This is an optimization exercise on Yosys and OpenROAD, whose aim is small area, a short achievable clock period and few clock cycles per item, not a production implementation.
At most, simulation tests tie the RTL to the original design; equivalence was not proved.
Power figures rest on the tool's default switching activity, not on a simulated workload.

Design red_combine, start of the top module:
module red_combine (
    input  wire        clk,
    input  wire        rst,
    input  wire        in_valid,
    input  wire        in_int,
    input  wire [63:0] in_a,
    input  wire [63:0] in_b,
    output reg         out_valid,
    output reg  [63:0] out_sum,
    output reg  [1:0]  out_flags
);
    wire [30:0] m_a, m_b;
    wire        x34, y34, a_big;
    wire [2:0]  hcy;
    wire [31:0] hs;
    w40_s1 u_s1 (
        .is_int(in_int), .a(in_a), .b(in_b), .m_a(m_a), .m_b(m_b),
        .x34(x34), .y34(y34), .a_big(a_big), .hs(hs), .hcy(hcy)
    );
    reg        v1, int1, x34_1, y34_1, a_big1;
    reg [2:0]  hcy1;
    reg [30:0] m_a1, m_b1;
    reg [31:0] hs1;
    always @(posedge clk) begin
        if (rst) v1 <= 1'b0;
        else     v1 <= in_valid;
        int1   <= in_int;
        m_a1   <= m_a;
        m_b1   <= m_b;
        x34_1  <= x34;
        y34_1  <= y34;
        a_big1 <= a_big;
        hs1    <= hs;
        hcy1   <= hcy;
    end
    wire [66:0] sum;
    w40_s2 u_s2 (
        .is_int(int1), .m_a(m_a1), .m_b(m_b1), .x34(x34_1), .y34(y34_1),
        .a_big(a_big1), .hs(hs1), .hcy(hcy1), .sum(sum)
    );
    reg        v2, int2;
    reg [66:0] sum2;
    always @(posedge clk) begin
        if (rst) v2 <= 1'b0;
        else     v2 <= v1;
        int2 <= int1;
        sum2 <= sum;
    end
  ...
export LEC_CHECK = 0
export ABC_AREA = 1
export CAP_MARGIN = 20
export CORE_MARGIN = 2
export CORE_UTILIZATION = 40
export SLEW_MARGIN = 20
create_clock -name core_clock -period 18.0 [get_ports {clk}]
standard.sh (not shown) runs the stock make flow with config.mk's settings and CLKGATE_MAP_FILE= SYNTH_SCRIPT=/design/flow/synth_recipe.tcl, a recipe that flattens the netlist after the stock synthesis.
==> flow/flow/run.sh <==
#!/bin/bash
# The standard layout (standard.sh: ORFS synthesis through finish), with
# three changes:
#  - synthesis leaves adders to ABC: ADDER_MAP_FILE is empty, so Yosys does
#    not extract half and full adder cells before ABC maps the logic.  The
#    synthesis script, the registers and everything else are unchanged;
#  - the input and output ports get sky130_fd_sc_hd__buf_2 port buffers in
#    place of the cell buffer_ports picks by default;
#  - ORFS's timing repair (after floorplan, CTS and global routing) aims for
#    a setup slack of MARGIN ns, not 0: the constraints and clock period stay
#    the design's, the repair only works harder.
# make's full output goes to std_flow.log here; ORFS keeps each step's log
# under orfs/logs.
set -euo pipefail
MARGIN=12.5
bash standard.sh "ADDER_MAP_FILE=" "SETUP_SLACK_MARGIN=$MARGIN" \
    "BUFFER_PORTS_ARGS=-buffer_cell sky130_fd_sc_hd__buf_2" finish > std_flow.log 2>&1
Change:
--- a/flow/flow/run.sh
+++ b/flow/flow/run.sh
@@ -13,5 +13,5 @@
 # under orfs/logs.
 set -euo pipefail
-MARGIN=12.5
+MARGIN=13
 bash standard.sh "ADDER_MAP_FILE=" "SETUP_SLACK_MARGIN=$MARGIN" \
     "BUFFER_PORTS_ARGS=-buffer_cell sky130_fd_sc_hd__buf_2" finish > std_flow.log 2>&1
Result: Fmax grows by 1.4%; die area does not change; final cell count grows by 1.2%; setup slack improves by 77 ps; combinational power grows by about 7%; core utilization grows by 2.0 points; flip-flop and latch count stays the same; non-clock buffer count grows by 49; synthesized cell count is unchanged.
No functional check of the RTL was part of any run of this note.


## the baseline
Another version of the RTL of red_combine (not shown whole).
Size: ~2400 cells after synthesis, roughly 240 flip-flops, about 200 I/O pins, roughly 0.019 mm2 of cells after synthesis.
## red_combine
module red_combine (
    input  wire        clk,
    input  wire        rst,
    input  wire        in_valid,
    input  wire        in_int,
    input  wire [63:0] in_a,
    input  wire [63:0] in_b,
    output reg         out_valid,
    output wire [63:0] out_sum,
    output reg  [1:0]  out_flags
);
    wire [30:0] m_a, m_b;
    wire        x34, y34, a_big;
    wire [2:0]  hcy;
    wire [31:0] hs;
    w40_s1 u_s1 (
        .is_int(in_int), .a(in_a), .b(in_b), .m_a(m_a), .m_b(m_b),
        .x34(x34), .y34(y34), .a_big(a_big), .hs(hs), .hcy(hcy)
    );
    reg        v1, int1, x34_1, y34_1, a_big1;
    reg [2:0]  hcy1;
    reg [30:0] m_a1, m_b1;
    reg [31:0] hs1;
    always @(posedge clk) begin
        if (rst) v1 <= 1'b0;
        else     v1 <= in_valid;
        int1   <= in_int;
        m_a1   <= m_a;
        m_b1   <= m_b;
        x34_1  <= x34;
        y34_1  <= y34;
        a_big1 <= a_big;
        hs1    <= hs;
        hcy1   <= hcy;
    end
    wire [66:0] sum;
    w40_s2 u_s2 (
        .is_int(int1), .m_a(m_a1), .m_b(m_b1), .x34(x34_1), .y34(y34_1),
        .a_big(a_big1), .hs(hs1), .hcy(hcy1), .sum(sum)
    );
    reg        v2, int2;
    reg [66:0] sum2;
    always @(posedge clk) begin
        if (rst) v2 <= 1'b0;
        else     v2 <= v1;
        int2 <= int1;
        sum2 <= sum;
    end
    wire [63:0] res;
    wire        inf;
    wire [1:0]  flg;
    w40_s3 u_s3 (
        .is_int(int2), .sum(sum2), .res(res), .inf(inf), .flags(flg)
    );
    reg [63:0] res3;
    reg        inf3;
    always @(posedge clk) begin
        if (rst) out_valid <= 1'b0;
        else     out_valid <= v2;
        res3      <= res;
        inf3      <= inf;
        out_flags <= flg;
    end
  ...
Settings: LEC_CHECK=0, CAP_MARGIN=20, CORE_MARGIN=2, CORE_UTILIZATION=40, SLEW_MARGIN=20; clock period 18.0 ns.
==> flow/flow/run.sh <==
#!/bin/bash
# The standard layout (standard.sh: ORFS synthesis through finish), with
# two changes:
#  - the input and output ports get sky130_fd_sc_hd__buf_2 port buffers in
#    place of the cell buffer_ports picks by default;
#  - ORFS's timing repair (after floorplan, CTS and global routing) aims for
#    a setup slack of SETUP_SLACK_MARGIN ns below, not 0: the constraints and
#    clock period stay the design's, the repair only works harder.
# make's full output goes to std_flow.log here; ORFS keeps each step's log
# under orfs/logs.
set -euo pipefail
MARGIN=12
bash standard.sh "SETUP_SLACK_MARGIN=$MARGIN" \
    "BUFFER_PORTS_ARGS=-buffer_cell sky130_fd_sc_hd__buf_2" finish > std_flow.log 2>&1
The baseline: flow completed, timing, DRC and antenna clean
The following lists how the candidate was set up differently from the baseline:
- ABC_AREA now 1, previously not set
## What came out
- Delta(global-route usage over all layers, the candidate - the baseline) < 0
- On largest net degree at the start of global routing: the candidate sits below the baseline.
- Synthesized cell count | the candidate above the baseline
- Changes observed in the candidate relative to the baseline: final setup slack of the worst path rose 380 ps; number of clock buffers in the layout grew by 3.
- Clock network latency to the later pin of the worst-skew pair ends up lower on the baseline.
No functional check of the RTL was part of any run of this note.


red_combine, a different RTL version from the one above (not shown whole).
For scale: roughly 2900 cells after synthesis, about 240 flip-flops, about 19000 um^2 of cells after synthesis.
clock: 18.0 ns
lec_check: 0
abc_area: 1
cap_margin: 20
core_margin: 2
core_utilization: 40
slew_margin: 20
==> flow/flow/run.sh <==
#!/bin/bash
# The standard layout (standard.sh: ORFS synthesis through finish), with
# two changes:
#  - the input and output ports get sky130_fd_sc_hd__buf_2 port buffers in
#    place of the cell buffer_ports picks by default;
#  - ORFS's timing repair (after floorplan, CTS and global routing) aims for
#    a setup slack of SETUP_SLACK_MARGIN ns below, not 0: the constraints and
#    clock period stay the design's, the repair only works harder.
# make's full output goes to std_flow.log here; ORFS keeps each step's log
# under orfs/logs.
set -euo pipefail
MARGIN=11.5
bash standard.sh "SETUP_SLACK_MARGIN=$MARGIN" \
    "BUFFER_PORTS_ARGS=-buffer_cell sky130_fd_sc_hd__buf_2" finish > std_flow.log 2>&1
Testbench counts at the start, summed over its fixed seeds: cycles 24,024, items 24,000.
Then changed:
--- a/flow/flow/run.sh
+++ b/flow/flow/run.sh
@@ -12 +12 @@
-MARGIN=11.5
+MARGIN=12.5
Result: Core utilization goes up by 3.0 points; first-iteration DRC count went up by 11%; worst hold slack degrades by 6.6 ps; synthesized cell count stays the same; routed wire length climbs by about 6%; global-route usage increases by 0.71 points.
Then changed:
--- a/flow/flow/run.sh
+++ b/flow/flow/run.sh
@@ -12 +12 @@
-MARGIN=12.5
+MARGIN=12
Settings changed: CTS_BUF_LIST set to sky130_fd_sc_hd__clkbuf_4 sky130_fd_sc_hd__clkbuf_8.
What happened:
- The changed run passed the timing, design-rule and antenna checks
- sequential cell count stays the same
- register-to-register slack gets worse by 380 ps
- die area stays the same
- wire length went down by 5.5%
- clock power went down by 6.1%
- clock skew went down by 5.0 ps
- total power went down by 3.9%
- utilization went down by 2.9 points
Then changed:
--- a/flow/flow/run.sh
+++ b/flow/flow/run.sh
@@ -3 +3,6 @@
-# two changes:
+# three changes:
+#  - synthesis maps with flow/abc_area.script (ABC_AREA=1) in place of ORFS's
+#    area script: the same ABC mapping, given a delay target (map -D) so that
+#    it recovers area only off the critical paths.  The ORFS scripts are
+#    copied to scripts/ here with that one file replaced; registers and the
+#    other synthesis passes are unchanged;
@@ -7,2 +12,2 @@
-#    a setup slack of SETUP_SLACK_MARGIN ns below, not 0: the constraints and
-#    clock period stay the design's, the repair only works harder.
+#    a setup slack of MARGIN ns, not 0: the constraints and clock period stay
+#    the design's, the repair only works harder.
@@ -13 +18,4 @@
-bash standard.sh "SETUP_SLACK_MARGIN=$MARGIN" \
+rm -rf scripts
+cp -r "$FLOW_HOME/scripts" scripts
+cp flow/abc_area.script scripts/abc_area.script
+bash standard.sh "SCRIPTS_DIR=$PWD/scripts" "SETUP_SLACK_MARGIN=$MARGIN" \
==> flow/flow/abc_area.script (new file) <==
strash
&get -n
&st
&syn2
&if -g -K 6
&synch2
&nf
&put
buffer -c
upsize -c
dnsize -c
Settings changed: CTS_BUF_LIST sky130_fd_sc_hd__clkbuf_4 sky130_fd_sc_hd__clkbuf_8 to not set.
=>
- clock skew went down by 21 ps
- total power went up by 3.3%
- via count went down by 6.5%
- final cell count went down by 18%
- count of clock-buffer cells in the layout went down by 30
- worst setup slack gets worse by 98 ps
- global-route usage went down by 0.36 points
- wire length went down by 0.60%
Then changed:
==> flow/flow/run.sh (replaced) <==
#!/bin/bash
# The standard layout (standard.sh: ORFS synthesis through finish), with
# two changes:
#  - the input and output ports get sky130_fd_sc_hd__buf_2 port buffers in
#    place of the cell buffer_ports picks by default;
#  - ORFS's timing repair (after floorplan, CTS and global routing) aims for
#    a setup slack of SETUP_SLACK_MARGIN ns below, not 0: the constraints and
#    clock period stay the design's, the repair only works harder.
# make's full output goes to std_flow.log here; ORFS keeps each step's log
# under orfs/logs.
set -euo pipefail
MARGIN=12
bash standard.sh "SETUP_SLACK_MARGIN=$MARGIN" \
    "BUFFER_PORTS_ARGS=-buffer_cell sky130_fd_sc_hd__buf_2" finish > std_flow.log 2>&1
removed: flow/flow/abc_area.script
=> Final area falls by 0.63%. Wire length goes up by 0.88%. Count of clock-buffer cells in the layout rose by 5.

## port drivers added, routing unchanged
How much do the figures lean on ideal ports? The routed layouts below were timed once more, with nothing changed but the port constraints.
Step 1 sets driving cells, clkbuf_16 on the clock port and buf_2 on the other inputs (assumed; they add their load-dependent delay and slew).
Step 2 also shifts input and output timing later by t, the mid clock arrival at the registers, as if the neighbouring blocks saw the same clock.
a / b / c = ideal / step 1 / step 2; a / b = the first two.
| run | t, ns | setup slack, ns | worst slew at a driven data input, ns |
|---|---|---|---|
| the first run of note 1 | 0.623 | 12.402 / 12.422 / 11.799 | 0.06 |
| the second run of note 1 | 0.624 | 12.479 / 12.490 / 11.866 | 0.06 |
| the baseline | 0.630 | 11.837 / 11.832 / 11.202 | 0.06 |
| the candidate | 0.644 | 12.212 / 12.248 / 11.604 | 0.05 |
| the first run of note 3 | 0.643 | 11.786 / 11.786 / 11.202 | 0.05 |
| the second run of note 3 | 0.611 | 12.420 / 12.456 / 11.844 | 0.06 |
| the third run of note 3 | 0.661 | 12.195 / 12.225 / 11.564 | 0.05 |
| the fourth run of note 3 | 0.619 | 12.097 / 12.124 / 11.504 | 0.04 |
| the fifth run of note 3 | 0.644 | 12.212 / 12.248 / 11.604 | 0.05 |
After both steps every run listed still meets setup and hold. The setup slack of the baseline, which loses most, moves by -0.005 ns with the drivers and by -0.635 ns with both steps.
